What follows belongs to an exercise in optimizing a design on an open flow for small area, a short achievable clock period and few clock cycles per item; a production flow would make more cautious choices. No functional check of the RTL was part of any run shown here.

$ cat flow/flow/run.sh
#!/bin/bash
# Own layout flow: the standard flow (standard.sh, with its synthesis
# script and steps) with these settings changed:
#  - synthesis maps the logic with the ABC script in flow/abc.script (an
#    area-oriented mapping) instead of ORFS's speed script;
#  - the make variables listed in flow/make_vars.txt (one VAR=value per
#    line) are added to both make runs: among them SETUP_SLACK_MARGIN, so
#    that the timing repair steps aim for extra setup slack and the layout is
#    sized for a short period, although the clock stays at the design's.
# Each tool's output goes to a log file of its own in this folder.
set -uo pipefail
W=$PWD
SD=$W/scripts_own
rm -rf "$SD"; mkdir -p "$SD"
for f in "$FLOW_HOME"/scripts/*; do ln -s "$f" "$SD/"; done
rm -f "$SD/abc_area.script"; cp "$W/flow/abc.script" "$SD/abc_area.script"
VARS=()
if [[ -f "$W/flow/make_vars.txt" ]]; then
  while IFS= read -r line; do
    [[ -z "$line" || "$line" == \#* ]] && continue
    VARS+=("$line")
  done < "$W/flow/make_vars.txt"
fi
bash standard.sh SCRIPTS_DIR="$SD" ABC_AREA=1 "${VARS[@]}" synth > "$W/synth.log" 2>&1 || { tail -30 "$W/synth.log"; exit 1; }
bash standard.sh "${VARS[@]}" finish > "$W/layout.log" 2>&1 || { tail -30 "$W/layout.log"; exit 1; }
$ cat flow/flow/abc.script
&get -n
&st
&dch
&nf -a -R 1000
&put
$ cat flow/flow/make_vars.txt
SETUP_SLACK_MARGIN=6.5
BUFFER_PORTS_ARGS=-buffer_cell sky130_fd_sc_hd__buf_2
$ cat flow/standard.sh
#!/bin/bash
# synth_recipe.tcl (not shown) runs the flow's synth.tcl, then flattens the netlist and writes it again
# the make line also repeats each setting of config.mk as NAME=value (left out here)
make -C /OpenROAD-flow-scripts/flow DESIGN_CONFIG=/design/flow/config.mk WORK_HOME=/design/flow/orfs CLKGATE_MAP_FILE= SYNTH_SCRIPT=/design/flow/synth_recipe.tcl "${@:-finish}"
$ cat flow/config.mk
export PLATFORM = sky130hd
export DESIGN_NAME = aes_enc_core
export DESIGN_NICKNAME = aes_enc_core
export VERILOG_FILES = /design/flow/design.v
export SDC_FILE = /design/flow/constraint.sdc
export NUM_CORES = 8
export LEC_CHECK = 0
export CAP_MARGIN = 20
export CORE_MARGIN = 2
export CORE_UTILIZATION = 50
export SLEW_MARGIN = 20
$ cat flow/constraint.sdc
create_clock -name core_clock -period 10.0 [get_ports {clk}]
set_input_delay 2.0000 -clock core_clock [delete_from_list [all_inputs] [get_ports {clk}]]
set_output_delay 2.0000 -clock core_clock [all_outputs]
set_load 0.01 [all_outputs]
$ cat flow/design.v
module aes_sbox_front (
    input  wire [7:0] a,
    output wire [11:0] m
);
    wire g59 = a[4] & a[7];
    wire g58 = ~(a[4] | a[7]);
    wire g60 = ~(g59 | g58);
    wire g85 = ~(g60 | a[1]);
    wire g63 = g60 & a[1];
    wire g86 = ~(g85 | g63);
    wire g88 = g86 & ~a[3];
    wire g87 = ~g86 & a[3];
    wire g0 = g88 | g87;
    wire g56 = a[7] & a[5];
    wire g43 = ~(a[7] | a[5]);
    wire g7 = ~(g56 | g43);
    wire g40 = a[2] & a[4];
    wire g39 = ~(a[2] | a[4]);
    wire g41 = ~(g40 | g39);
    wire g36 = g7 & g41;
    wire g57 = ~(g7 | g41);
    wire g1 = ~(g36 | g57);
    wire g78 = a[3] & a[6];
    wire g77 = ~(a[3] | a[6]);
    wire g79 = ~(g78 | g77);
    wire g81 = g79 & a[5];
    wire g80 = ~(g79 | a[5]);
    wire g82 = ~(g81 | g80);
    wire g99 = ~g86 & g82;
    wire g98 = g86 & ~g82;
    wire g2 = g99 | g98;
    wire g90 = ~g0 & a[0];
    wire g89 = g0 & ~a[0];
    wire g3 = g90 | g89;
    wire g84 = ~g82 & g41;
    wire g83 = g82 & ~g41;
    wire g4 = g84 | g83;
    wire g38 = a[3] & a[2];
    wire g37 = ~(a[3] | a[2]);
    wire g5 = ~(g38 | g37);
    wire g97 = ~g4 & a[1];
    wire g96 = g4 & ~a[1];
    wire g6 = g97 | g96;
    wire g8 = m[11:8];
    wire g104 = ~(g7 | g5);
    wire g102 = g7 & g5;
    wire g45 = a[0] & a[6];
    wire g44 = ~(a[0] | a[6]);
    wire g46 = ~(g45 | g44);
    wire g103 = ~(g102 | g46);
    wire g105 = ~(g104 | g103);
    wire g101 = ~(a[7] | a[1]);
    wire g107 = g105 & ~g101;
    wire g106 = ~g105 & g101;
    wire g108 = ~(g107 | g106);
    wire g9 = ~g108 & g57;
    wire g10 = g108 & ~g57;
    wire g11 = ~(g10 | g9);
    wire g100 = g2 & ~g6;
    wire g12 = g11 & g100;
    wire g13 = ~(g11 | g100);
    wire g14 = ~(g13 | g12);
    wire g91 = ~(g3 | g4);
    wire g47 = ~(g46 | a[1]);
    wire g50 = ~g47 & g43;
    wire g49 = a[7] & a[1];
    wire g51 = ~(g50 | g49);
    wire g48 = g47 & ~g43;
    wire g52 = g51 & ~g48;
    wire g42 = ~(g41 | g5);
    wire g54 = g52 & ~g42;
    wire g53 = ~g52 & g42;
    wire g55 = ~(g54 | g53);
    wire g93 = ~g91 & g55;
    wire g92 = g91 & ~g55;
    wire g94 = ~(g93 | g92);
    wire g64 = ~(g63 | g38);
    wire g62 = ~g37 & a[1];
    wire g65 = ~(g64 | g62);
    wire g61 = g60 & ~a[6];
    wire g68 = ~g65 & g61;
    wire g67 = g62 & ~g60;
    wire g69 = ~(g68 | g67);
    wire g66 = g65 & ~g61;
    wire g70 = g69 & ~g66;
    wire g72 = g70 & ~g57;
    wire g71 = ~g70 & g57;
    wire g73 = ~(g72 | g71);
    wire g75 = ~(g73 | g55);
    wire g74 = g73 & g55;
    wire g76 = ~(g75 | g74);
    wire g95 = g94 & g76;
    wire g15 = ~(g14 | g95);
    wire g16 = g5 & a[0];
    wire g17 = g0 & ~g4;
    wire g18 = g17 & ~g108;
    wire g19 = ~g17 & g108;
    wire g20 = ~(g19 | g18);
    wire g21 = g20 & g16;
    wire g22 = ~(g20 | g16);
    wire g23 = ~(g22 | g21);
    wire g24 = g23 & g14;
    wire g25 = g24 & g76;
    wire g26 = ~(g23 | g95);
    wire g27 = g14 & ~g94;
    wire g28 = ~g23 & g76;
    wire g29 = ~g23 & g14;
    wire g30 = ~(g29 | g94);
    wire g31 = g30 & ~g28;
    wire g32 = ~g30 & g28;
    wire g33 = g30 & ~g76;
    wire g34 = ~g26 & g14;
    wire g35 = ~g34 & g94;
    assign m[8] = ~(g25 | g15);
    assign m[10] = g27 | g26;
    assign m[11] = g32 | g31;
    assign m[9] = ~(g35 | g33);
    assign m[7:0] = { g7, g6, g5, g4, g1, g2, g0, g3 };
endmodule
module aes_sbox_back (
    input  wire [11:0] m,
    output wire [7:0] y
);
    wire g58 = m[1] & m[4];
    wire g57 = ~(m[1] | m[4]);
    wire g59 = ~(g58 | g57);
    wire g61 = ~(g59 | m[5]);
    wire g62 = ~g61 & m[9];
    wire g60 = g59 & m[5];
    wire g63 = g62 & ~g60;
    wire g147 = m[11] & m[2];
    wire g79 = m[11] & m[10];
    wire g78 = ~(m[11] | m[10]);
    wire g80 = ~(g79 | g78);
    wire g81 = g80 & m[6];
    wire g77 = m[7] & m[10];
    wire g83 = g81 & ~g77;
    wire g82 = ~g81 & g77;
    wire g84 = ~(g83 | g82);
    wire g8 = ~(g147 | g84);
    wire g148 = g147 & g84;
    wire g9 = ~(g8 | g148);
    wire g116 = m[2] & ~m[0];
    wire g115 = ~m[2] & m[0];
    wire g117 = ~(g116 | g115);
    wire g92 = m[11] & m[9];
    wire g91 = ~(m[11] | m[9]);
    wire g93 = ~(g92 | g91);
    wire g118 = ~g117 & g93;
    wire g112 = m[3] & m[1];
    wire g111 = ~(m[3] | m[1]);
    wire g113 = ~(g112 | g111);
    wire g95 = m[10] & m[8];
    wire g94 = ~(m[10] | m[8]);
    wire g96 = ~(g95 | g94);
    wire g98 = g96 & g93;
    wire g97 = ~(g96 | g93);
    wire g99 = ~(g98 | g97);
    wire g114 = g113 & g99;
    wire g120 = ~g118 & g114;
    wire g119 = g118 & ~g114;
    wire g121 = ~(g120 | g119);
    wire g11 = g9 & ~g121;
    wire g10 = ~g9 & g121;
    wire g12 = ~(g11 | g10);
    wire g146 = g80 & m[3];
    wire g14 = ~(g12 | g146);
    wire g13 = g12 & g146;
    wire g15 = ~(g14 | g13);
    wire g65 = g63 & g15;
    wire g64 = ~(g63 | g15);
    wire g66 = ~(g65 | g64);
    wire g102 = m[7] & ~m[5];
    wire g101 = ~m[7] & m[5];
    wire g103 = ~(g102 | g101);
    wire g104 = ~g103 & g96;
    wire g89 = m[6] & m[4];
    wire g88 = ~(m[6] | m[4]);
    wire g90 = ~(g89 | g88);
    wire g100 = g99 & g90;
    wire g106 = ~g104 & g100;
    wire g105 = g104 & ~g100;
    wire g107 = ~(g106 | g105);
    wire g68 = g66 & ~g107;
    wire g67 = ~g66 & g107;
    wire g69 = ~(g68 | g67);
    wire g54 = m[5] & ~m[0];
    wire g53 = ~m[5] & m[0];
    wire g55 = ~(g54 | g53);
    wire g56 = ~g55 & m[8];
    wire g71 = ~(g69 | g56);
    wire g70 = g69 & g56;
    wire g0 = g71 | g70;
    wire g27 = m[3] & m[10];
    wire g26 = g80 & m[2];
    wire g29 = ~g27 & g26;
    wire g28 = g27 & ~g26;
    wire g30 = ~(g29 | g28);
    wire g32 = g30 & ~g84;
    wire g31 = ~g30 & g84;
    wire g33 = ~(g32 | g31);
    wire g123 = ~m[9] & m[0];
    wire g122 = ~m[1] & m[8];
    wire g126 = g123 & ~g122;
    wire g125 = ~(m[8] | m[0]);
    wire g127 = ~(g126 | g125);
    wire g124 = ~g123 & g122;
    wire g128 = g127 & ~g124;
    wire g130 = ~(g128 | g121);
    wire g129 = g128 & g121;
    wire g131 = ~(g130 | g129);
    wire g35 = ~(g33 | g131);
    wire g34 = g33 & g131;
    wire g36 = ~(g35 | g34);
    wire g73 = m[4] & m[8];
    wire g72 = m[5] & m[9];
    wire g75 = ~g73 & g72;
    wire g74 = g73 & ~g72;
    wire g76 = ~(g75 | g74);
    wire g52 = ~(g36 | g76);
    wire g51 = g36 & g76;
    wire g1 = g52 | g51;
    wire g133 = ~g117 & g96;
    wire g132 = g113 & g93;
    wire g135 = ~g133 & g132;
    wire g134 = g133 & ~g132;
    wire g136 = ~(g135 | g134);
    wire g86 = ~g84 & g76;
    wire g85 = g84 & ~g76;
    wire g7 = ~(g86 | g85);
    wire g42 = ~g136 & g7;
    wire g41 = g136 & ~g7;
    wire g43 = ~(g42 | g41);
    wire g50 = ~(g43 | g30);
    wire g49 = g43 & g30;
    wire g2 = ~(g50 | g49);
    wire g40 = m[9] & m[1];
    wire g45 = g43 & ~g40;
    wire g44 = ~g43 & g40;
    wire g46 = ~(g45 | g44);
    wire g39 = m[8] & m[0];
    wire g48 = ~(g46 | g39);
    wire g47 = g46 & g39;
    wire g3 = ~(g48 | g47);
    wire g17 = g96 & g90;
    wire g16 = ~g103 & g93;
    wire g19 = ~g17 & g16;
    wire g18 = g17 & ~g16;
    wire g20 = ~(g19 | g18);
    wire g38 = ~(g36 | g20);
    wire g37 = g36 & g20;
    wire g4 = ~(g38 | g37);
    wire g22 = g20 & ~g136;
    wire g21 = ~g20 & g136;
    wire g23 = ~(g22 | g21);
    wire g25 = ~(g23 | g15);
    wire g24 = g23 & g15;
    wire g5 = g25 | g24;
    wire g137 = m[11] & m[6];
    wire g139 = ~(g137 | g136);
    wire g138 = g137 & g136;
    wire g140 = ~(g139 | g138);
    wire g142 = g140 & ~g131;
    wire g141 = ~g140 & g131;
    wire g143 = ~(g142 | g141);
    wire g87 = g80 & m[7];
    wire g109 = g107 & ~g87;
    wire g108 = ~g107 & g87;
    wire g110 = ~(g109 | g108);
    wire g145 = ~(g143 | g110);
    wire g144 = g143 & g110;
    wire g6 = ~(g145 | g144);
    assign y = { g3, g7, g6, g2, g1, g0, g5, g4 };
endmodule
module aes_mixcol (
    input  wire [31:0] a,
    output wire [31:0] y
);
    wire [7:0] a0 = a[31:24], a1 = a[23:16], a2 = a[15:8], a3 = a[7:0];
    wire [7:0] p0 = a0 ^ a1, p1 = a1 ^ a2, p2 = a2 ^ a3, p3 = a3 ^ a0;
    function [7:0] xt;
        input [7:0] v;
        xt = {v[6:0], 1'b0} ^ {3'b000, v[7], v[7], 1'b0, v[7], v[7]};
    endfunction
    assign y[31:24] = xt(p0) ^ (a1 ^ p2);
    assign y[23:16] = xt(p1) ^ (a2 ^ p3);
    assign y[15:8]  = xt(p2) ^ (a3 ^ p0);
    assign y[7:0]   = xt(p3) ^ (a0 ^ p1);
endmodule
module aes_enc_core (
    input  wire         clk,
    input  wire         rst,         
    input  wire         key_load,    
    input  wire [1:0]   key_len,     
    input  wire [255:0] key,         
    input  wire         in_valid,
    output reg          in_ready,
    input  wire [127:0] in_data,
    output reg          out_valid,
    output wire [127:0] out_data
);
    reg         l128, l192, l256;    
    reg  [3:0]  nr;                  
    reg  [2:0]  kp;                  
    reg         krdy;                
    reg         vS, xS;              
    reg  [3:0]  rS;                  
    reg         vM, xM;              
    reg  [3:0]  rM;                  
    reg         yslot;               
    wire        lastM = (rM == nr);
    wire        contM = vM && !lastM;                
    wire        accept = in_valid && in_ready;
    wire        xacc = accept && !yslot;             
    reg  [255:0] ks;
    reg  [255:0] kw;
    reg  [31:0]  ksi;                
    reg          ksi_rot;            
    reg  [47:0]  km;                 
    wire [31:0] K0 = kw[255:224], K1 = kw[223:192], K2 = kw[191:160], K3 = kw[159:128];
    wire [31:0] K4 = kw[127:96],  K5 = kw[95:64],   K6 = kw[63:32],   K7 = kw[31:0];
    wire [31:0] S7 = ks[31:0];
    wire [31:0] kin = ksi_rot ? {ksi[23:0], ksi[31:24]} : ksi;
    wire [47:0] km_d;
    wire [31:0] kb;                  
    genvar g;
    generate
        for (g = 0; g < 4; g = g + 1) begin : g_ksb
            aes_sbox_front u_f (.a(kin[31-8*g -: 8]), .m(km_d[47-12*g -: 12]));
            aes_sbox_back  u_b (.m(km[47-12*g -: 12]), .y(kb[31-8*g -: 8]));
        end
    endgenerate
    reg         c_en;                
    reg         c_fix;               
    reg         c_fixw;              
    reg  [2:0]  c_b;                 
    reg         c_t4, c_t2;          
    reg  [7:0]  c_rc;                
    reg         c_rot, c_x4;         
    reg         k_sel;               
    wire [31:0] B0 = ({32{c_b[2]}} & K4) | ({32{c_b[1]}} & K2) | ({32{c_b[0]}} & K0);
    wire [31:0] B1 = ({32{c_b[2]}} & K5) | ({32{c_b[1]}} & K3) | ({32{c_b[0]}} & K1);
    wire [31:0] B2 = ({32{c_b[2]}} & K6) | ({32{c_b[1]}} & K4) | ({32{c_b[0]}} & K2);
    wire [31:0] B3 = ({32{c_b[2]}} & K7) | ({32{c_b[1]}} & K5) | ({32{c_b[0]}} & K3);
    wire        c01 = !(c_t4 | c_t2);                
    wire        c23 = !c_t2;                         
    wire [31:0] rcw = {c_rc, 24'h000000};
    wire [31:0] Q01 = B0 ^ B1;
    wire [31:0] Q23 = B2 ^ B3;
    wire [31:0] zQ  = {32{!c_t4}} & Q01;
    wire [31:0] e0  = ({32{c_t4 | c_t2}} & K7) ^ ({32{c01}} & rcw);
    wire [31:0] e2  = ({32{c_t2}} & K7) ^ ({32{c23}} & rcw);
    wire [31:0] P0 = B0 ^ e0;
    wire [31:0] P1 = Q01 ^ e0;
    wire [31:0] P2 = zQ ^ (B2 ^ e2);
    wire [31:0] P3 = zQ ^ (Q23 ^ e2);
    wire [31:0] n0 = P0 ^ ({32{c01}} & kb);
    wire [31:0] n1 = P1 ^ ({32{c01}} & kb);
    wire [31:0] n2 = P2 ^ ({32{c23}} & kb);
    wire [31:0] n3 = P3 ^ ({32{c23}} & kb);
    wire [31:0] P3x = zQ ^ ((Q23 ^ e2) ^ ({32{c_x4}} & (K6 ^ K7)));
    wire [31:0] nx  = P3x ^ ({32{c23}} & kb);
    reg  [127:0] s;                  
    reg  [191:0] m;                  
    reg  [127:0] outr;
    assign out_data = outr;
    wire [127:0] ark = s ^ kw[255:128];
    wire [191:0] m_d;
    wire [127:0] sb;                 
    generate
        for (g = 0; g < 16; g = g + 1) begin : g_sb
            aes_sbox_front u_f (.a(ark[127-8*g -: 8]), .m(m_d[191-12*g -: 12]));
            aes_sbox_back  u_b (.m(m[191-12*g -: 12]), .y(sb[127-8*g -: 8]));
        end
    endgenerate
    wire [127:0] sub;
    genvar c, r;
    generate
        for (c = 0; c < 4; c = c + 1) begin : g_col
            for (r = 0; r < 4; r = r + 1) begin : g_row
                assign sub[127-8*(4*c+r) -: 8] = sb[127-8*(4*((c+r)%4)+r) -: 8];
            end
        end
    endgenerate
    wire [127:0] mix;
    generate
        for (c = 0; c < 4; c = c + 1) begin : g_mix
            aes_mixcol u_mc (.a(sub[127-32*c -: 32]), .y(mix[127-32*c -: 32]));
        end
    endgenerate
    always @(posedge clk) begin
        m    <= m_d;
        s    <= contM ? mix : in_data;
        outr <= sub ^ kw[127:0];
        km   <= km_d;
        ksi     <= k_sel ? nx : S7;
        ksi_rot <= k_sel ? c_rot : 1'b1;
    end
    function [1:0] mod3;             
        input [3:0] r;
        case (r)
            4'd0: mod3 = 2'd0;
            4'd1: mod3 = 2'd1;
            4'd2: mod3 = 2'd2;
            4'd3: mod3 = 2'd0;
            4'd4: mod3 = 2'd1;
            4'd5: mod3 = 2'd2;
            4'd6: mod3 = 2'd0;
            4'd7: mod3 = 2'd1;
            4'd8: mod3 = 2'd2;
            4'd9: mod3 = 2'd0;
            4'd10: mod3 = 2'd1;
            4'd11: mod3 = 2'd2;
            4'd12: mod3 = 2'd0;
            4'd13: mod3 = 2'd1;
            4'd14: mod3 = 2'd2;
            4'd15: mod3 = 2'd0;
            default: mod3 = 2'd0;
        endcase
    endfunction
    function [7:0] rcon_of;
        input [3:0] r;
        input       a128, a192;
        begin
            if (a128) begin
                case (r)
                    4'd1: rcon_of = 8'h02;
                    4'd2: rcon_of = 8'h04;
                    4'd3: rcon_of = 8'h08;
                    4'd4: rcon_of = 8'h10;
                    4'd5: rcon_of = 8'h20;
                    4'd6: rcon_of = 8'h40;
                    4'd7: rcon_of = 8'h80;
                    4'd8: rcon_of = 8'h1b;
                    4'd9: rcon_of = 8'h36;
                    default: rcon_of = 8'h00;
                endcase
            end else if (a192) begin
                case (r)
                    4'd2: rcon_of = 8'h02;
                    4'd3: rcon_of = 8'h04;
                    4'd5: rcon_of = 8'h08;
                    4'd6: rcon_of = 8'h10;
                    4'd8: rcon_of = 8'h20;
                    4'd9: rcon_of = 8'h40;
                    4'd11: rcon_of = 8'h80;
                    default: rcon_of = 8'h00;
                endcase
            end else begin
                case (r)
                    4'd1: rcon_of = 8'h01;
                    4'd3: rcon_of = 8'h02;
                    4'd5: rcon_of = 8'h04;
                    4'd7: rcon_of = 8'h08;
                    4'd9: rcon_of = 8'h10;
                    4'd11: rcon_of = 8'h20;
                    4'd13: rcon_of = 8'h40;
                    default: rcon_of = 8'h00;
                endcase
            end
        end
    endfunction
    wire        vS_n = contM || accept;
    wire        xS_n = contM ? xM : !yslot;
    wire [3:0]  rS_n = contM ? rM + 4'd1 : 4'd1;
    wire        np_n = (!vS_n || rS_n == nr) && (!vS || rS == nr);
    wire [2:0]  kp_n = key_load ? 3'd1 : (kp == 3'd0 || kp == 3'd7) ? kp : kp + 3'd1;
    wire        krdy_n = key_load ? (key_len == 2'd2) :
                         (krdy || (kp_n >= 3'd3));
    wire        st_n = vS && xS && (rS != nr);
    wire [3:0]  r1   = rS + 4'd1;    
    wire [1:0]  m3c  = mod3(rS);
    wire [1:0]  m3n  = mod3(r1);
    always @(posedge clk) begin
        if (rst) begin
            krdy      <= 1'b0;
            kp        <= 3'd0;
            vS        <= 1'b0;
            vM        <= 1'b0;
            yslot     <= 1'b0;
            in_ready  <= 1'b0;
            out_valid <= 1'b0;
            c_en      <= 1'b0;
            c_fix     <= 1'b0;
        end else begin
            kp        <= kp_n;
            krdy      <= krdy_n;
            vS        <= vS_n;
            vM        <= vS;
            yslot     <= xacc;
            in_ready  <= krdy_n && (np_n || xacc);
            out_valid <= vM && lastM;
            c_en      <= st_n || (kp == 3'd2 && !l256);
            c_fix     <= kp == 3'd2 && !l256;
        end
        c_fixw <= !rst && kp == 3'd2 && !l256 && !key_load;
        k_sel <= !rst && (st_n || (kp == 3'd2 && !l256)) && !key_load;
        xS <= xS_n;
        rS <= rS_n;
        xM <= xS;
        rM <= rS;
        if (kp == 3'd2 && !l256) begin
            c_b   <= 3'b001;
            c_t4  <= 1'b0;
            c_t2  <= 1'b0;
            c_rc  <= 8'h01;
            c_rot <= 1'b1;
            c_x4  <= 1'b0;
        end else begin
            c_b   <= {l128, l192, l256};
            c_t4  <= l192 && m3c == 2'd0;
            c_t2  <= l192 && m3c == 2'd1;
            c_rc  <= rcon_of(rS, l128, l192);
            c_rot <= l128 || (l256 && r1[0]) || (l192 && m3n != 2'd1);
            c_x4  <= l192 && m3n == 2'd0;
        end
        if (key_load) begin
            l128 <= key_len != 2'd1 && key_len != 2'd2;
            l192 <= key_len == 2'd1;
            l256 <= key_len == 2'd2;
            nr   <= (key_len == 2'd1) ? 4'd12 : (key_len == 2'd2) ? 4'd14 : 4'd10;
        end
    end
    always @(posedge clk) begin
        if (key_load) begin
            ks[255:32] <= key[255:32];
            ks[31:0]   <= (key_len == 2'd1) ? key[95:64] :
                          (key_len == 2'd2) ? key[31:0] : key[159:128];
        end else if (c_fixw) begin
            if (l128) ks[127:0] <= {n0, n1, n2, n3};
            else      ks[63:0]  <= {n0, n1};
        end
    end
    always @(posedge clk) begin
        if (kp == 3'd1 || (in_ready && !yslot))
            kw[255:128] <= ks[255:128];
        else if (c_en && !c_fix)
            kw[255:128] <= kw[127:0];
        if (kp == 3'd1 || (vS && xS && rS == 4'd1))
            kw[127:0] <= ks[127:0];
        else if (c_en && !c_fix)
            kw[127:0] <= {n0, n1, n2, n3};
    end
endmodule
==> impl_results.html, run 1 <==
<table>
<tr><th>Metric</th><th>Value</th></tr>
<tr><th colspan="2">Status</th></tr>
<tr><td>Status</td><td>timing/DRC/antenna clean</td></tr>
<tr><th colspan="2">Hold path</th></tr>
<tr><td>Class of the worst hold path</td><td>flip-flop to flip-flop</td></tr>
<tr><th colspan="2">Global route</th></tr>
<tr><td>Global-route wire length before repair</td><td>about 330000 microns</td></tr>
<tr><td>Vias in the first global route</td><td>47060</td></tr>
<tr><td>Number of antenna violations at the first check in global routing</td><td>8</td></tr>
<tr><td>Sum of overflow across all layers after global routing</td><td>0</td></tr>
<tr><td>Global Route Usage Sum</td><td>about a third</td></tr>
<tr><td>Pin count of the biggest net entering global routing</td><td>140</td></tr>
<tr><th colspan="2">Worst setup path</th></tr>
<tr><td>Cells along the critical path</td><td>nor2_2 &gt; nand2_2 &gt; o21ai_4 &gt; nand2b_4 &gt; buf_4</td></tr>
<tr><td>Crit path largest cell delay</td><td>approximately 0.76 ns</td></tr>
<tr><td>CP max FO</td><td>48</td></tr>
<tr><td>Data arrival time at the worst-slack endpoint</td><td>between 3 and 4 ns</td></tr>
<tr><td>Element type at the critical path end</td><td>flip-flop</td></tr>
<tr><td>Crit path required time</td><td>between 10 and 15 ns</td></tr>
<tr><td>Cell with the biggest individual delay on the critical path</td><td>sky130_fd_sc_hd__o21ai_4</td></tr>
<tr><td>Critical Setup Path Class</td><td>flip-flop to flip-flop</td></tr>
<tr><td>Category of the worst setup path launch point</td><td>flip-flop</td></tr>
<tr><th colspan="2">Die</th></tr>
<tr><td>Die width</td><td>around 360 microns</td></tr>
<tr><td>Initial standard-cell utilization of the core</td><td>between 50% and 60%</td></tr>
<tr><td>Die boundary height</td><td>roughly 360 microns</td></tr>
<tr><td>Core area</td><td>approximately 0.13 sq mm</td></tr>
<tr><td>Area of the die</td><td>around 0.13 sq mm</td></tr>
<tr><td>Number of standard-cell rows in the floorplan</td><td>between 100 and 150</td></tr>
<tr><td>Count of pins on the block boundary</td><td>520</td></tr>
<tr><th colspan="2">Clock tree</th></tr>
<tr><td>Num CTS Buffers</td><td>130</td></tr>
<tr><td>CTS H-Tree Depth</td><td>4</td></tr>
<tr><td>Clock net sink count</td><td>~1100</td></tr>
<tr><td>Clock edge transition at the registers on the reported setup and hold paths</td><td>0.06 ns</td></tr>
<tr><td>CTS tree</td><td>built</td></tr>
<tr><td>Buffer type at the clock tree root</td><td>sky130_fd_sc_hd__clkbuf_16</td></tr>
<tr><td>Later-pin clock latency in the skew report</td><td>0.80 ns</td></tr>
<tr><td>Deepest clock path buffer count</td><td>3</td></tr>
<tr><th colspan="2">Synthesis</th></tr>
<tr><td>Part of the Yosys area used for sequential elements</td><td>roughly 43%</td></tr>
<tr><td>List of most frequent post-synthesis cells</td><td>sky130_fd_sc_hd__xnor2_1 (1648), sky130_fd_sc_hd__nand2_1 (808), sky130_fd_sc_hd__xor2_1 (631)</td></tr>
<tr><td>Net count after synthesis</td><td>6709</td></tr>
<tr><td>Post-synthesis register bit count</td><td>around 1100</td></tr>
<tr><td>Dominant cell by count in the synthesized netlist</td><td>sky130_fd_sc_hd__xnor2_1</td></tr>
<tr><td>Count of distinct cell types in the synthesized netlist</td><td>40</td></tr>
<tr><td>Post-Syn Area</td><td>0.06289 sq mm</td></tr>
<tr><td>Number of warnings issued by yosys</td><td>2</td></tr>
<tr><td>Prevailing post-synth register cell</td><td>sky130_fd_sc_hd__dfxtp_1</td></tr>
<tr><td>Synth top area cells</td><td>sky130_fd_sc_hd__edfxtp_1 (25%), sky130_fd_sc_hd__xnor2_1 (23%), sky130_fd_sc_hd__dfxtp_1 (18%)</td></tr>
<tr><td>Area share of the leading cell type in the synthesized netlist</td><td>roughly a quarter</td></tr>
<tr><td>Proportion of register bits with asynchronous set or reset after synthesis</td><td>0%</td></tr>
<tr><td>Cell type with the highest aggregate area in the netlist</td><td>sky130_fd_sc_hd__edfxtp_1</td></tr>
<tr><td>Number of enable flip-flop cells after synthesis</td><td>between 500 and 600</td></tr>
<tr><td>Count of mapped cells out of synthesis</td><td>approximately 6200</td></tr>
<tr><td>Mean post-synth cell area</td><td>~10 sq um</td></tr>
<tr><th colspan="2">Run</th></tr>
<tr><td>Reported max-cap violation count</td><td>0</td></tr>
<tr><th colspan="2">Place</th></tr>
<tr><td>Sum of net half-perimeters after detailed placement</td><td>roughly 180000 microns</td></tr>
<tr><td>I/O Buffers</td><td>~520</td></tr>
<tr><td>Final GP Congestion</td><td>0.9965</td></tr>
<tr><th colspan="2">Timing</th></tr>
<tr><td>Setup repair after global routing missed its margin</td><td>true</td></tr>
<tr><td>Setup TNS</td><td>0 ns</td></tr>
<tr><td>Total setup violations reported at the end of the flow</td><td>0</td></tr>
<tr><td>Share of the cycle needed by the critical path after routing</td><td>between 30% and 40%</td></tr>
<tr><td>Max-slew violation count</td><td>0</td></tr>
<tr><td>Final Hold Vio Count</td><td>0</td></tr>
<tr><td>Worst Clk Skew</td><td>roughly 0.035 ns</td></tr>
<tr><td>Min Tclk post-route</td><td>around 3.5 ns</td></tr>
<tr><td>Max Clk Rate</td><td>between 0.2 and 0.3 GHz</td></tr>
<tr><td>Transition time at the pin with the least slew margin</td><td>between 1 and 1.5 ns</td></tr>
<tr><td>Headroom to the max-slew limit</td><td>around a fifth</td></tr>
<tr><th colspan="2">Routing</th></tr>
<tr><td>Via-per-instance ratio</td><td>5.639</td></tr>
<tr><td>Mean routed wirelength per cell</td><td>between 20 and 30 microns</td></tr>
<tr><td>Remaining DRCs</td><td>0</td></tr>
<tr><td>Post-route ant nets</td><td>0</td></tr>
<tr><td>Number of DRC violations after detailed-routing iteration 0</td><td>5927</td></tr>
<tr><td>Total number of vias</td><td>49280</td></tr>
<tr><td>Iteration count of the initial detailed-routing pass</td><td>14</td></tr>
<tr><td>Total wire length</td><td>232700 microns</td></tr>
<tr><th colspan="2">Cells and area</th></tr>
<tr><td>Relative area change from synthesis to final layout</td><td>18.86%</td></tr>
<tr><td>Share of the core filled with cells in the final layout</td><td>59.69%</td></tr>
<tr><td>Number of fill cells in the layout</td><td>10780</td></tr>
<tr><td>NumNets Final</td><td>7484</td></tr>
<tr><td>Area of the multi-input gates</td><td>between 0.03 and 0.04 sq mm</td></tr>
<tr><td>Fraction of final layout cells with drive strength greater than 1</td><td>between 10% and 20%</td></tr>
<tr><td>Sequential cell area</td><td>between 0.02 and 0.03 sq mm</td></tr>
</table>
==> timing repair <==
action / CTS / global route
endpoints found under the setup margin: 276 / 347
gates resized for setup: 82 / 133
hold buffers: 0 / 0
gates cloned: 3 / 0
pin swaps: 8 / 16
setup buffers: 9 / 28
==> critical path: cells and delay by family (launching register included) <==
kind                   cells  cell delay, ns
AO/OA/AOI/OAI              1            0.76
buffers and inverters      1            0.75
flip-flops                 1            0.42
AND/OR/NAND/NOR            3            1.00
==> layer usage <==
| layer | global-route usage (%) | part of all wire [%] | routed length [microns] |
|---|---|---|---|
| met5 | 0 | 0 | 0 |
| met4 | 15.38 | 4.8 | 11090 |
| met3 | 5.848 | 8.7 | 20270 |
| met2 | 55.23 | 45 | 104400 |
| met1 | 48.10 | 42 | 96970 |
==> layout by cell type (no fill, tap or decap), types with 11 or more instances in the layout <==
master,netlist,final
sky130_fd_sc_hd__nand3_1,11,11
sky130_fd_sc_hd__mux2i_1,82,77
sky130_fd_sc_hd__o221ai_1,63,63
sky130_fd_sc_hd__buf_4,0,103
sky130_fd_sc_hd__mux2_1,131,131
sky130_fd_sc_hd__clkbuf_8,0,17
sky130_fd_sc_hd__ha_1,116,114
sky130_fd_sc_hd__buf_6,0,11
sky130_fd_sc_hd__o211ai_1,52,52
sky130_fd_sc_hd__a21oi_1,252,241
sky130_fd_sc_hd__xnor2_1,1648,1538
sky130_fd_sc_hd__clkinv_2,0,12
sky130_fd_sc_hd__clkbuf_1,0,29
sky130_fd_sc_hd__o22ai_1,21,21
sky130_fd_sc_hd__xnor2_4,0,24
sky130_fd_sc_hd__clkbuf_16,0,138
sky130_fd_sc_hd__nand2b_1,96,93
sky130_fd_sc_hd__edfxtp_1,517,517
sky130_fd_sc_hd__a21oi_2,0,11
sky130_fd_sc_hd__nand2_1,808,806
sky130_fd_sc_hd__clkinv_1,154,167
sky130_fd_sc_hd__xor2_4,0,12
sky130_fd_sc_hd__o21ai_0,319,316
sky130_fd_sc_hd__xor2_2,0,37
sky130_fd_sc_hd__xnor2_2,0,86
sky130_fd_sc_hd__a222oi_1,128,128
sky130_fd_sc_hd__nor3_1,22,22
sky130_fd_sc_hd__o31ai_1,12,12
sky130_fd_sc_hd__nor2b_1,12,12
sky130_fd_sc_hd__xor2_1,631,582
sky130_fd_sc_hd__nor2_1,479,477
sky130_fd_sc_hd__buf_2,0,518
sky130_fd_sc_hd__a22oi_1,16,16
sky130_fd_sc_hd__dfxtp_1,577,567
==> cell families (layout without fill, tap and decap cells) <==
| logic type | count (synthesis) | in the layout | synth area share, % |
|---|---|---|---|
| AND/OR/NAND/NOR | 1456 | 1459 | 9.317 |
| other | 0 | 3 | 0 |
| flip-flops | 1094 | 1094 | 43.05 |
| XOR/XNOR | 2280 | 2280 | 31.78 |
| multiplexers | 213 | 213 | 3.651 |
| AO/OA/AOI/OAI | 890 | 890 | 8.978 |
| adder cells (fa/ha/maj) | 116 | 116 | 2.308 |
| buffers and inverters | 154 | 1034 | 0.9191 |
==> registers in the layout (all words and copies together) (netlist names), 2 cells and up, named ones only <==
signal and count:
kp 3, ksi 32, m 192, c_b 3, nr 2, outr 128
m3c 2, s 128, ks 256, rS 4, km 48, rM 4
c_rc 8, kw 256
==> cell type report <==
| cell class | count | area share, % |
|---|---|---|
| timing repair buffer | 640 | 4.854 |
| sequential | 1094 | 36.26 |
| clock buffer | 183 | 5.060 |
| clock inverter | 57 | 0.7565 |
| antenna | 3 | 0.01004 |
| inverter | 154 | 0.7850 |
| multi-input combinational | 4958 | 49.52 |
| tap | 1650 | 2.762 |
==> metrics by stage <==
step / hold slack [ns] / cell area, sq um / std cells / worst slack [ns]
floorplan: 0.3306 / 62980 / 6203 / 4.371
global placement: 0.3436 / 68400 / 8455 / 5.080
detailed placement: 0.3542 / 68450 / 8456 / 5.003
CTS: 0.3604 / 73500 / 8708 / 6.355
global route: 0.3619 / 74750 / 8736 / 6.402
finish: 0.3573 / 74750 / 8739 / 6.507
==> path summary, 6_finish.rpt <==
check	from	depth (start not counted)	slack, ns	endpoint
worst max register to register	rS[2]$_DFF_P_	5	6.51	kw[49]$_DFFE_PP_
worst min-delay path	xS$_DFF_P_	0	0.36	xM$_DFF_P_
worst min register to register	xS$_DFF_P_	0	0.36	xM$_DFF_P_
worst max-delay path	rS[2]$_DFF_P_	5	6.51	kw[49]$_DFFE_PP_
==> inputs of run 2 (changes only) <==
--- a/flow/design.v
+++ b/flow/design.v
@@ -305,13 +305,11 @@
     reg         krdy;                
-    reg         vS, xS;              
-    reg  [3:0]  rS;                  
-    reg         vM, xM;              
-    reg  [3:0]  rM;                  
-    reg         yslot;               
-    wire        lastM = (rM == nr);
-    wire        contM = vM && !lastM;                
+    reg         v1, w1, vm1, wm1, v2, w2, vm2, wm2;
+    reg  [3:0]  r1, rm1, r2, rm2;
+    reg  [1:0]  gn;                  
+    reg         gopen;               
+    wire        lastm2 = (rm2 == nr);
+    wire        cont2  = vm2 && !lastm2;             
     wire        accept = in_valid && in_ready;
-    wire        xacc = accept && !yslot;             
     reg  [255:0] ks;
-    reg  [255:0] kw;
+    reg  [127:0] h0, h1, rko;
     reg  [31:0]  ksi;                
@@ -319,5 +317,5 @@
     reg  [47:0]  km;                 
-    wire [31:0] K0 = kw[255:224], K1 = kw[223:192], K2 = kw[191:160], K3 = kw[159:128];
-    wire [31:0] K4 = kw[127:96],  K5 = kw[95:64],   K6 = kw[63:32],   K7 = kw[31:0];
     wire [31:0] S7 = ks[31:0];
+    wire [31:0] H00 = h0[127:96], H01 = h0[95:64], H02 = h0[63:32], H03 = h0[31:0];
+    wire [31:0] H10 = h1[127:96], H11 = h1[95:64], H12 = h1[63:32], H13 = h1[31:0];
     wire [31:0] kin = ksi_rot ? {ksi[23:0], ksi[31:24]} : ksi;
@@ -335,3 +333,5 @@
     reg         c_fixw;              
-    reg  [2:0]  c_b;                 
+    reg         c_h0, c_h1, c_o;     
+    reg  [3:0]  c_b;                 
+    reg         c_p;                 
     reg         c_t4, c_t2;          
@@ -340,6 +340,8 @@
     reg         k_sel;               
-    wire [31:0] B0 = ({32{c_b[2]}} & K4) | ({32{c_b[1]}} & K2) | ({32{c_b[0]}} & K0);
-    wire [31:0] B1 = ({32{c_b[2]}} & K5) | ({32{c_b[1]}} & K3) | ({32{c_b[0]}} & K1);
-    wire [31:0] B2 = ({32{c_b[2]}} & K6) | ({32{c_b[1]}} & K4) | ({32{c_b[0]}} & K2);
-    wire [31:0] B3 = ({32{c_b[2]}} & K7) | ({32{c_b[1]}} & K5) | ({32{c_b[0]}} & K3);
+    wire [31:0] B0 = ({32{c_b[0]}} & H00) | ({32{c_b[1]}} & H10) | ({32{c_b[2]}} & H02) | ({32{c_b[3]}} & H12);
+    wire [31:0] B1 = ({32{c_b[0]}} & H01) | ({32{c_b[1]}} & H11) | ({32{c_b[2]}} & H03) | ({32{c_b[3]}} & H13);
+    wire [31:0] B2 = ({32{c_b[0]}} & H02) | ({32{c_b[1]}} & H12) | ({32{c_b[2]}} & H10) | ({32{c_b[3]}} & H00);
+    wire [31:0] B3 = ({32{c_b[0]}} & H03) | ({32{c_b[1]}} & H13) | ({32{c_b[2]}} & H11) | ({32{c_b[3]}} & H01);
+    wire [31:0] N2 = c_p ? H02 : H12;
+    wire [31:0] N3 = c_p ? H03 : H13;
     wire        c01 = !(c_t4 | c_t2);                
@@ -350,4 +352,4 @@
     wire [31:0] zQ  = {32{!c_t4}} & Q01;
-    wire [31:0] e0  = ({32{c_t4 | c_t2}} & K7) ^ ({32{c01}} & rcw);
-    wire [31:0] e2  = ({32{c_t2}} & K7) ^ ({32{c23}} & rcw);
+    wire [31:0] e0  = ({32{c_t4 | c_t2}} & N3) ^ ({32{c01}} & rcw);
+    wire [31:0] e2  = ({32{c_t2}} & N3) ^ ({32{c23}} & rcw);
     wire [31:0] P0 = B0 ^ e0;
@@ -360,36 +362,22 @@
     wire [31:0] n3 = P3 ^ ({32{c23}} & kb);
-    wire [31:0] P3x = zQ ^ ((Q23 ^ e2) ^ ({32{c_x4}} & (K6 ^ K7)));
+    wire [127:0] nk = {n0, n1, n2, n3};
+    wire [31:0] P3x = zQ ^ ((Q23 ^ e2) ^ ({32{c_x4}} & (N2 ^ N3)));
     wire [31:0] nx  = P3x ^ ({32{c23}} & kb);
-    reg  [127:0] s;                  
-    reg  [191:0] m;                  
+    reg  [127:0] s1, s2;             
+    reg  [191:0] m1, m2;             
     reg  [127:0] outr;
     assign out_data = outr;
-    wire [127:0] ark = s ^ kw[255:128];
-    wire [191:0] m_d;
-    wire [127:0] sb;                 
-    generate
-        for (g = 0; g < 16; g = g + 1) begin : g_sb
-            aes_sbox_front u_f (.a(ark[127-8*g -: 8]), .m(m_d[191-12*g -: 12]));
-            aes_sbox_back  u_b (.m(m[191-12*g -: 12]), .y(sb[127-8*g -: 8]));
-        end
-    endgenerate
-    wire [127:0] sub;
-    genvar c, r;
-    generate
-        for (c = 0; c < 4; c = c + 1) begin : g_col
-            for (r = 0; r < 4; r = r + 1) begin : g_row
-                assign sub[127-8*(4*c+r) -: 8] = sb[127-8*(4*((c+r)%4)+r) -: 8];
-            end
-        end
-    endgenerate
-    wire [127:0] mix;
-    generate
-        for (c = 0; c < 4; c = c + 1) begin : g_mix
-            aes_mixcol u_mc (.a(sub[127-32*c -: 32]), .y(mix[127-32*c -: 32]));
-        end
-    endgenerate
+    wire [127:0] mix1, mix2, sub2;
+    wire [191:0] m1_d, m2_d;
+    aes_half_round u_a1 (.s(s1), .rk(h0), .m(m1_d));
+    aes_half_round u_a2 (.s(s2), .rk(h1), .m(m2_d));
+    aes_back_round u_b1 (.m(m1), .sub(), .mix(mix1));
+    aes_back_round u_b2 (.m(m2), .sub(sub2), .mix(mix2));
+    wire [127:0] okey = c_o ? nk : rko;
     always @(posedge clk) begin
-        m    <= m_d;
-        s    <= contM ? mix : in_data;
-        outr <= sub ^ kw[127:0];
+        m1   <= m1_d;
+        s2   <= mix1;
+        m2   <= m2_d;
+        s1   <= cont2 ? mix2 : in_data;
+        outr <= sub2 ^ okey;
         km   <= km_d;
@@ -401,19 +389,6 @@
         case (r)
-            4'd0: mod3 = 2'd0;
-            4'd1: mod3 = 2'd1;
-            4'd2: mod3 = 2'd2;
-            4'd3: mod3 = 2'd0;
-            4'd4: mod3 = 2'd1;
-            4'd5: mod3 = 2'd2;
-            4'd6: mod3 = 2'd0;
-            4'd7: mod3 = 2'd1;
-            4'd8: mod3 = 2'd2;
-            4'd9: mod3 = 2'd0;
-            4'd10: mod3 = 2'd1;
-            4'd11: mod3 = 2'd2;
-            4'd12: mod3 = 2'd0;
-            4'd13: mod3 = 2'd1;
-            4'd14: mod3 = 2'd2;
-            4'd15: mod3 = 2'd0;
-            default: mod3 = 2'd0;
+            4'd0: mod3 = 2'd0;  4'd1: mod3 = 2'd1;  4'd2: mod3 = 2'd2;  4'd3: mod3 = 2'd0;
+            4'd4: mod3 = 2'd1;  4'd5: mod3 = 2'd2;  4'd6: mod3 = 2'd0;  4'd7: mod3 = 2'd1;
+            4'd8: mod3 = 2'd2;  4'd9: mod3 = 2'd0;  4'd10: mod3 = 2'd1; 4'd11: mod3 = 2'd2;
+            4'd12: mod3 = 2'd0; 4'd13: mod3 = 2'd1; 4'd14: mod3 = 2'd2; default: mod3 = 2'd0;
         endcase
@@ -426,11 +401,5 @@
                 case (r)
-                    4'd1: rcon_of = 8'h02;
-                    4'd2: rcon_of = 8'h04;
-                    4'd3: rcon_of = 8'h08;
-                    4'd4: rcon_of = 8'h10;
-                    4'd5: rcon_of = 8'h20;
-                    4'd6: rcon_of = 8'h40;
-                    4'd7: rcon_of = 8'h80;
-                    4'd8: rcon_of = 8'h1b;
-                    4'd9: rcon_of = 8'h36;
+                    4'd1: rcon_of = 8'h02;  4'd2: rcon_of = 8'h04;  4'd3: rcon_of = 8'h08;
+                    4'd4: rcon_of = 8'h10;  4'd5: rcon_of = 8'h20;  4'd6: rcon_of = 8'h40;
+                    4'd7: rcon_of = 8'h80;  4'd8: rcon_of = 8'h1b;  4'd9: rcon_of = 8'h36;
                     default: rcon_of = 8'h00;
@@ -439,8 +408,4 @@
                 case (r)
-                    4'd2: rcon_of = 8'h02;
-                    4'd3: rcon_of = 8'h04;
-                    4'd5: rcon_of = 8'h08;
-                    4'd6: rcon_of = 8'h10;
-                    4'd8: rcon_of = 8'h20;
-                    4'd9: rcon_of = 8'h40;
+                    4'd2: rcon_of = 8'h02;  4'd3: rcon_of = 8'h04;  4'd5: rcon_of = 8'h08;
+                    4'd6: rcon_of = 8'h10;  4'd8: rcon_of = 8'h20;  4'd9: rcon_of = 8'h40;
                     4'd11: rcon_of = 8'h80;
@@ -450,8 +415,4 @@
                 case (r)
-                    4'd1: rcon_of = 8'h01;
-                    4'd3: rcon_of = 8'h02;
-                    4'd5: rcon_of = 8'h04;
-                    4'd7: rcon_of = 8'h08;
-                    4'd9: rcon_of = 8'h10;
-                    4'd11: rcon_of = 8'h20;
+                    4'd1: rcon_of = 8'h01;  4'd3: rcon_of = 8'h02;  4'd5: rcon_of = 8'h04;
+                    4'd7: rcon_of = 8'h08;  4'd9: rcon_of = 8'h10;  4'd11: rcon_of = 8'h20;
                     4'd13: rcon_of = 8'h40;
@@ -462,13 +423,18 @@
     endfunction
-    wire        vS_n = contM || accept;
-    wire        xS_n = contM ? xM : !yslot;
-    wire [3:0]  rS_n = contM ? rM + 4'd1 : 4'd1;
-    wire        np_n = (!vS_n || rS_n == nr) && (!vS || rS == nr);
+    wire        v1_n = cont2 || accept;
+    wire        w1_n = cont2 ? wm2 : !gopen;
+    wire [3:0]  r1_n = cont2 ? rm2 + 4'd1 : 4'd1;
+    wire        np_n = (!v1_n || r1_n == nr - 4'd1) && (!v1 || r1 == nr - 4'd1) &&
+                       (!vm1 || rm1 == nr - 4'd1) && (!v2 || r2 == nr) &&
+                       !(v1_n && w1_n) && !(v1 && w1) && !(vm1 && wm1);
     wire [2:0]  kp_n = key_load ? 3'd1 : (kp == 3'd0 || kp == 3'd7) ? kp : kp + 3'd1;
-    wire        krdy_n = key_load ? (key_len == 2'd2) :
-                         (krdy || (kp_n >= 3'd3));
-    wire        st_n = vS && xS && (rS != nr);
-    wire [3:0]  r1   = rS + 4'd1;    
-    wire [1:0]  m3c  = mod3(rS);
-    wire [1:0]  m3n  = mod3(r1);
+    wire        krdy_n = key_load ? (key_len != 2'd1) :
+                         (krdy || (kp_n >= 3'd2));
+    wire        st1_n = v1 && w1 && (r1 != 4'd1);
+    wire        st2_n = v2 && w2;
+    wire [3:0]  j_n   = st2_n ? r2 : r1;             
+    wire [3:0]  sr_n  = j_n - 4'd1;                  
+    wire [3:0]  sn_n  = j_n;                         
+    wire [1:0]  m3c   = mod3(sr_n);
+    wire [1:0]  m3n   = mod3(sn_n);
     always @(posedge clk) begin
@@ -477,5 +443,8 @@
             kp        <= 3'd0;
-            vS        <= 1'b0;
-            vM        <= 1'b0;
-            yslot     <= 1'b0;
+            v1        <= 1'b0;
+            vm1       <= 1'b0;
+            v2        <= 1'b0;
+            vm2       <= 1'b0;
+            gopen     <= 1'b0;
+            gn        <= 2'd0;
             in_ready  <= 1'b0;
@@ -487,8 +456,11 @@
             krdy      <= krdy_n;
-            vS        <= vS_n;
-            vM        <= vS;
-            yslot     <= xacc;
-            in_ready  <= krdy_n && (np_n || xacc);
-            out_valid <= vM && lastM;
-            c_en      <= st_n || (kp == 3'd2 && !l256);
+            v1        <= v1_n;
+            vm1       <= v1;
+            v2        <= vm1;
+            vm2       <= v2;
+            gopen     <= accept && !(gopen && gn == 2'd2);
+            gn        <= !accept ? 2'd0 : gopen ? gn + 2'd1 : 2'd0;
+            in_ready  <= krdy_n && (np_n || (accept && !(gopen && gn == 2'd2)));
+            out_valid <= vm2 && lastm2;
+            c_en      <= st1_n || st2_n || (kp == 3'd2 && !l256);
             c_fix     <= kp == 3'd2 && !l256;
@@ -496,9 +468,17 @@
         c_fixw <= !rst && kp == 3'd2 && !l256 && !key_load;
-        k_sel <= !rst && (st_n || (kp == 3'd2 && !l256)) && !key_load;
-        xS <= xS_n;
-        rS <= rS_n;
-        xM <= xS;
-        rM <= rS;
+        k_sel  <= !rst && (st1_n || st2_n || (kp == 3'd2 && !l256)) && !key_load;
+        w1  <= w1_n;
+        r1  <= r1_n;
+        wm1 <= w1;
+        rm1 <= r1;
+        w2  <= wm1;
+        r2  <= rm1 + 4'd1;
+        wm2 <= w2;
+        rm2 <= r2;
+        c_h0 <= st2_n && r2 != nr;
+        c_h1 <= st1_n;
+        c_o  <= st2_n && r2 == nr;
         if (kp == 3'd2 && !l256) begin
-            c_b   <= 3'b001;
+            c_b   <= 4'b0001;
+            c_p   <= 1'b0;
             c_t4  <= 1'b0;
@@ -509,7 +489,10 @@
         end else begin
-            c_b   <= {l128, l192, l256};
+            c_p   <= j_n[0];
+            c_b   <= {l192 && j_n[0], l192 && !j_n[0],
+                      (l128 && !j_n[0]) || (l256 && j_n[0]),
+                      (l128 && j_n[0]) || (l256 && !j_n[0])};
             c_t4  <= l192 && m3c == 2'd0;
             c_t2  <= l192 && m3c == 2'd1;
-            c_rc  <= rcon_of(rS, l128, l192);
-            c_rot <= l128 || (l256 && r1[0]) || (l192 && m3n != 2'd1);
+            c_rc  <= rcon_of(sr_n, l128, l192);
+            c_rot <= l128 || (l256 && sn_n[0]) || (l192 && m3n != 2'd1);
             c_x4  <= l192 && m3n == 2'd0;
@@ -529,3 +512,3 @@
         end else if (c_fixw) begin
-            if (l128) ks[127:0] <= {n0, n1, n2, n3};
+            if (l128) ks[127:0] <= nk;
             else      ks[63:0]  <= {n0, n1};
@@ -534,11 +517,49 @@
     always @(posedge clk) begin
-        if (kp == 3'd1 || (in_ready && !yslot))
-            kw[255:128] <= ks[255:128];
-        else if (c_en && !c_fix)
-            kw[255:128] <= kw[127:0];
-        if (kp == 3'd1 || (vS && xS && rS == 4'd1))
-            kw[127:0] <= ks[127:0];
-        else if (c_en && !c_fix)
-            kw[127:0] <= {n0, n1, n2, n3};
+        if (kp == 3'd1 || (in_ready && !gopen))
+            h0 <= ks[255:128];
+        else if (c_en && c_h0)
+            h0 <= nk;
+        if (kp == 3'd1)
+            h1 <= ks[127:0];
+        else if (c_fixw && l128)
+            h1 <= nk;
+        else if (vm1 && wm1 && rm1 == 4'd1)
+            h1 <= ks[127:0];
+        else if (c_en && c_h1)
+            h1 <= nk;
+        if (c_o)
+            rko <= nk;
     end
 endmodule
+module aes_half_round (
+    input  wire [127:0] s,
+    input  wire [127:0] rk,
+    output wire [191:0] m
+);
+    wire [127:0] a = s ^ rk;
+    genvar g;
+    generate
+        for (g = 0; g < 16; g = g + 1) begin : g_sb
+            aes_sbox_front u_f (.a(a[127-8*g -: 8]), .m(m[191-12*g -: 12]));
+        end
+    endgenerate
+endmodule
+module aes_back_round (
+    input  wire [191:0] m,
+    output wire [127:0] sub,
+    output wire [127:0] mix
+);
+    wire [127:0] sb;
+    genvar g, c, r;
+    generate
+        for (g = 0; g < 16; g = g + 1) begin : g_sb
+            aes_sbox_back u_b (.m(m[191-12*g -: 12]), .y(sb[127-8*g -: 8]));
+        end
+        for (c = 0; c < 4; c = c + 1) begin : g_col
+            for (r = 0; r < 4; r = r + 1) begin : g_row
+                assign sub[127-8*(4*c+r) -: 8] = sb[127-8*(4*((c+r)%4)+r) -: 8];
+            end
+            aes_mixcol u_mc (.a(sub[127-32*c -: 32]), .y(mix[127-32*c -: 32]));
+        end
+    endgenerate
+endmodule
==> run 2 against run 1 <==
Still clean on timing, DRC and antenna; clock skew rose by 0.0053 ns; sequential cell count rose by 456; sequential share of layout area decreased by 4.0 points; first-iteration DRC count increased by 46%; worst hold slack got worse by 0.00098 ns; final cell count rose by 57%; count of clock-buffer cells in the layout up 58; area after synthesis grew 49%; design area up 50%; global-route usage up 3.8 points; die area is 48% higher.
==> impl_results.html, run 2 <==
<table>
<tr><th>Metric</th><th>Value</th></tr>
<tr><th colspan="2">Die</th></tr>
<tr><td>Number of standard-cell rows in the floorplan</td><td>roughly 160</td></tr>
<tr><td>Die boundary height</td><td>between 400 and 500 microns</td></tr>
<tr><td>Core area</td><td>approximately 0.19 sq mm</td></tr>
<tr><td>Count of pins on the block boundary</td><td>520</td></tr>
<tr><td>Initial standard-cell utilization of the core</td><td>50.41%</td></tr>
<tr><td>Area of the die</td><td>between 0.15 and 0.2 sq mm</td></tr>
<tr><td>Die width</td><td>~440 microns</td></tr>
<tr><th colspan="2">Cells and area</th></tr>
<tr><td>Relative area change from synthesis to final layout</td><td>20.03%</td></tr>
<tr><td>Largest register FFs</td><td>about 260</td></tr>
<tr><td>Number of fill cells in the layout</td><td>between 15000 and 20000</td></tr>
<tr><td>Largest registers</td><td>ks (256), m1 (192), m2 (192)</td></tr>
<tr><td>Final instance area</td><td>roughly 0.11 sq mm</td></tr>
<tr><td>Share of the core filled with cells in the final layout</td><td>approximately three fifths</td></tr>
<tr><td>Leading cell type in the layout, fill and taps excluded</td><td>sky130_fd_sc_hd__xnor2_1</td></tr>
<tr><td>Non-filler instance count after layout</td><td>13700</td></tr>
<tr><td>NumNets Final</td><td>~12000</td></tr>
<tr><td>Fraction of final layout cells with drive strength greater than 1</td><td>14.03%</td></tr>
<tr><td>Register with the most flip-flops</td><td>ks</td></tr>
<tr><td>Commonest cells after routing, fill and taps aside</td><td>sky130_fd_sc_hd__xnor2_1 (2237), sky130_fd_sc_hd__nand2_1 (1388), sky130_fd_sc_hd__xor2_1 (1091)</td></tr>
<tr><th colspan="2">Routing</th></tr>
<tr><td>Total number of vias</td><td>roughly 78000</td></tr>
<tr><td>Post-route ant nets</td><td>0</td></tr>
<tr><td>Remaining DRCs</td><td>0</td></tr>
<tr><td>Mean routed wirelength per cell</td><td>between 20 and 30 microns</td></tr>
<tr><td>Total wire length</td><td>386500 microns</td></tr>
<tr><td>Via-per-instance ratio</td><td>~5.7</td></tr>
<tr><td>Number of DRC violations after detailed-routing iteration 0</td><td>8645</td></tr>
<tr><td>Iteration count of the initial detailed-routing pass</td><td>8</td></tr>
<tr><th colspan="2">Place</th></tr>
<tr><td>I/O Buffers</td><td>roughly 520</td></tr>
<tr><td>Cell count after placement</td><td>~13000</td></tr>
<tr><td>Final GP Congestion</td><td>around 1.0</td></tr>
<tr><td>Post-DP Area</td><td>about 0.1 sq mm</td></tr>
<tr><td>Sum of net half-perimeters after detailed placement</td><td>roughly 300000 microns</td></tr>
<tr><td>Worst setup slack after placement</td><td>~5.4 ns</td></tr>
<tr><th colspan="2">Global route</th></tr>
<tr><td>Global Route Usage Sum</td><td>between 30% and 40%</td></tr>
<tr><td>Sum of overflow across all layers after global routing</td><td>0</td></tr>
<tr><td>Number of antenna violations at the first check in global routing</td><td>29</td></tr>
<tr><td>Global-route wire length before repair</td><td>around 530000 microns</td></tr>
<tr><td>Pin count of the biggest net entering global routing</td><td>roughly 140</td></tr>
<tr><td>Vias in the first global route</td><td>roughly 74000</td></tr>
<tr><th colspan="2">Timing</th></tr>
<tr><td>Final Hold Vio Count</td><td>0</td></tr>
<tr><td>Setup TNS</td><td>0 ns</td></tr>
<tr><td>Fin worst setup slack</td><td>~6.5 ns</td></tr>
<tr><td>Setup repair after global routing missed its margin</td><td>true</td></tr>
<tr><td>Share of the cycle needed by the critical path after routing</td><td>a little over a third</td></tr>
<tr><td>Transition time at the pin with the least slew margin</td><td>1.152 ns</td></tr>
<tr><td>Total setup violations reported at the end of the flow</td><td>0</td></tr>
<tr><td>Max Clk Rate</td><td>~0.28 GHz</td></tr>
<tr><td>Min Tclk post-route</td><td>roughly 3.5 ns</td></tr>
<tr><td>Worst Clk Skew</td><td>0.04064 ns</td></tr>
<tr><td>Headroom to the max-slew limit</td><td>between 20 and 25%</td></tr>
<tr><td>Max-slew violation count</td><td>0</td></tr>
<tr><th colspan="2">Worst setup path</th></tr>
<tr><td>Critical Setup Path Class</td><td>flip-flop to flip-flop</td></tr>
<tr><td>Cells along the critical path</td><td>xnor2_2 &gt; xor2_1 &gt; nand2b_1 &gt; xnor2_1 &gt; xnor2_1 &gt; xnor2_2 &gt; xnor2_1 &gt; nor2_1 &gt; a21oi_1 &gt; xor2_2 &gt; a21oi_1 &gt; xnor2_2</td></tr>
<tr><td>Family with the most delay on the worst path</td><td>XOR/XNOR gates</td></tr>
<tr><td>Crit path largest cell delay</td><td>approximately 0.48 ns</td></tr>
<tr><td>Buffer and inverter count on the worst path</td><td>0</td></tr>
<tr><td>Cell with the biggest individual delay on the critical path</td><td>sky130_fd_sc_hd__dfxtp_1</td></tr>
<tr><td>Crit path required time</td><td>10.72 ns</td></tr>
<tr><td>Category of the worst setup path launch point</td><td>flip-flop</td></tr>
<tr><td>Element type at the critical path end</td><td>flip-flop</td></tr>
<tr><td>Data arrival time at the worst-slack endpoint</td><td>approximately 4.2 ns</td></tr>
<tr><td>CP max FO</td><td>6</td></tr>
<tr><th colspan="2">Synthesis</th></tr>
<tr><td>Count of mapped cells out of synthesis</td><td>between 10000 and 15000</td></tr>
<tr><td>Post-synthesis register bit count</td><td>roughly 1600</td></tr>
<tr><td>Net count after synthesis</td><td>approximately 11000</td></tr>
<tr><td>List of most frequent post-synthesis cells</td><td>sky130_fd_sc_hd__xnor2_1 (2560), sky130_fd_sc_hd__nand2_1 (1391), sky130_fd_sc_hd__xor2_1 (1204)</td></tr>
<tr><td>Cell type with the highest aggregate area in the netlist</td><td>sky130_fd_sc_hd__xnor2_1</td></tr>
<tr><td>Proportion of register bits with asynchronous set or reset after synthesis</td><td>0%</td></tr>
<tr><td>Prevailing post-synth register cell</td><td>sky130_fd_sc_hd__dfxtp_1</td></tr>
<tr><td>Area share of the leading cell type in the synthesized netlist</td><td>between 20% and 30%</td></tr>
<tr><td>Mean post-synth cell area</td><td>slightly above 9 sq um</td></tr>
<tr><td>Dominant cell by count in the synthesized netlist</td><td>sky130_fd_sc_hd__xnor2_1</td></tr>
<tr><td>Number of warnings issued by yosys</td><td>2</td></tr>
<tr><td>Count of distinct cell types in the synthesized netlist</td><td>49</td></tr>
<tr><td>Post-Syn Area</td><td>around 0.094 sq mm</td></tr>
<tr><td>Number of enable flip-flop cells after synthesis</td><td>just over 500</td></tr>
<tr><td>Part of the Yosys area used for sequential elements</td><td>slightly below 40%</td></tr>
<tr><td>Synth top area cells</td><td>sky130_fd_sc_hd__xnor2_1 (24%), sky130_fd_sc_hd__dfxtp_1 (22%), sky130_fd_sc_hd__edfxtp_1 (17%)</td></tr>
<tr><th colspan="2">Clock tree</th></tr>
<tr><td>Num CTS Buffers</td><td>~180</td></tr>
<tr><td>Clock edge transition at the registers on the reported setup and hold paths</td><td>approximately 0.06 ns</td></tr>
<tr><td>CTS tree</td><td>built</td></tr>
<tr><td>CTS H-Tree Depth</td><td>4</td></tr>
<tr><td>Later-pin clock latency in the skew report</td><td>about 0.87 ns</td></tr>
<tr><td>Deepest clock path buffer count</td><td>3</td></tr>
<tr><td>Buffer type at the clock tree root</td><td>sky130_fd_sc_hd__clkbuf_16</td></tr>
<tr><td>Clock net sink count</td><td>1550</td></tr>
<tr><th colspan="2">Status</th></tr>
<tr><td>Status</td><td>timing/DRC/antenna clean</td></tr>
<tr><th colspan="2">Hold path</th></tr>
<tr><td>Class of the worst hold path</td><td>flip-flop to flip-flop</td></tr>
<tr><th colspan="2">Run</th></tr>
<tr><td>Reported max-cap violation count</td><td>0</td></tr>
</table>
==> run 2: cell types whose count changed in the layout (fill, tap and decap cells not counted), moves of 415 or more <==
cell	previous run	this run
sky130_fd_sc_hd__dfxtp_1	567	1013
sky130_fd_sc_hd__nand2_1	806	1388
sky130_fd_sc_hd__xor2_1	582	1091
sky130_fd_sc_hd__xnor2_1	1538	2237
sky130_fd_sc_hd__nor2_1	477	999
sky130_fd_sc_hd__a21oi_1	241	656
==> run 2: worst paths after layout <==
| path | startpoint | to | slack (ns) | depth (start not counted) |
|---|---|---|---|---|
| max | km[32]$_DFF_P_ | outr[112]$_DFF_P_ | 6.49 | 12 |
| max reg2reg | km[32]$_DFF_P_ | outr[112]$_DFF_P_ | 6.49 | 12 |
| min | w2$_DFF_P_ | wm2$_DFF_P_ | 0.36 | 0 |
| min reg2reg | w2$_DFF_P_ | wm2$_DFF_P_ | 0.36 | 0 |
==> run 2: cell families after synthesis <==
logic type / share of synthesized area (%)
muxes: 1.330
DFF: 38.69
adders and majority gates: 2.647
buffers and inverters: 1.360
xor gates and xnor gates: 35.28
and+or+nand+nor: 11.47
AOI/OAI and AO/OA: 9.228
==> run 2: worst reg2reg max path: cells and delay by family, from the launching register on <==
family | cells | cell delay [ns]
DFF | 1 | 0.48
AOI/OAI and AO/OA | 2 | 0.50
xor gates and xnor gates | 8 | 2.22
and+or+nand+nor | 2 | 0.16
==> run 2: metal layers <==
metal | vias up | GRT usage (%) | wire length [microns]
met1 | 37520 | 49.99 | 150000
met2 | 4007 | 59.68 | 167500
li1 | 35210 | - | -
met5 | - | 0 | 90
met3 | 900 | 8.826 | 39580
met4 | 14 | 24.53 | 29290
==> run 2: layout make-up <==
class                   count  area, sq um  area share [%]
multi-input cells        8229        60500           53.86
flip-flops and latches   1550        36250           32.27
clock buffers             241         5154           4.588
repair buffers            762         4975           4.429
well taps                2480         3103           2.762
inverters                 339         1275           1.135
clock inverters            91         1040          0.9256
diodes                     11        27.53         0.02450
==> run 2: through the flow <==
step                hold slack (ns)
floorplan                    0.3306
global placement             0.3425
detailed placement           0.3465
CTS                          0.3533
global route                 0.3567
finish                       0.3564
==> run 2: repair_timing <==
action / 4_1_cts / 5_1_grt
gates resized for setup: 225 / 347
hold buffers: 0 / 0
buffers inserted: 24 / 95
pin swaps: 9 / 48
gates cloned: 1 / 0
endpoints found under the setup margin: 596 / 458

## re-timing with driven ports
How much do the figures lean on ideal ports? The routed layouts below were timed once more, with nothing changed but the port constraints. Step 1: set_driving_cell puts a clkbuf_16 on clk and a buf_2 on each other input, an assumption about the parent block. Step 2 times the ports against the registers' clock, not the clock port: input delays grow and output delays shrink by t, the midpoint of the rising clock arrivals with the driver on. a / b / c = ideal / step 1 / step 2; a / b = the first two.
run	t, ns	setup slack, ns	hold WS [ns]	slew at the worst register clock pin (ns)	worst data-port slew with drivers (ns)
run 1	0.863	6.507 / 6.507 / 5.684	0.357 / 0.357 / 0.357	0.07 / 0.07	0.07
run 2	0.943	6.491 / 6.437 / 5.675	0.356 / 0.356 / 0.356	0.07 / 0.07	0.09
After both steps setup and hold are still met in every run listed. For run 1, which loses most, drivers alone change the setup slack by 0.000 ns; drivers and shift together by -0.823 ns.
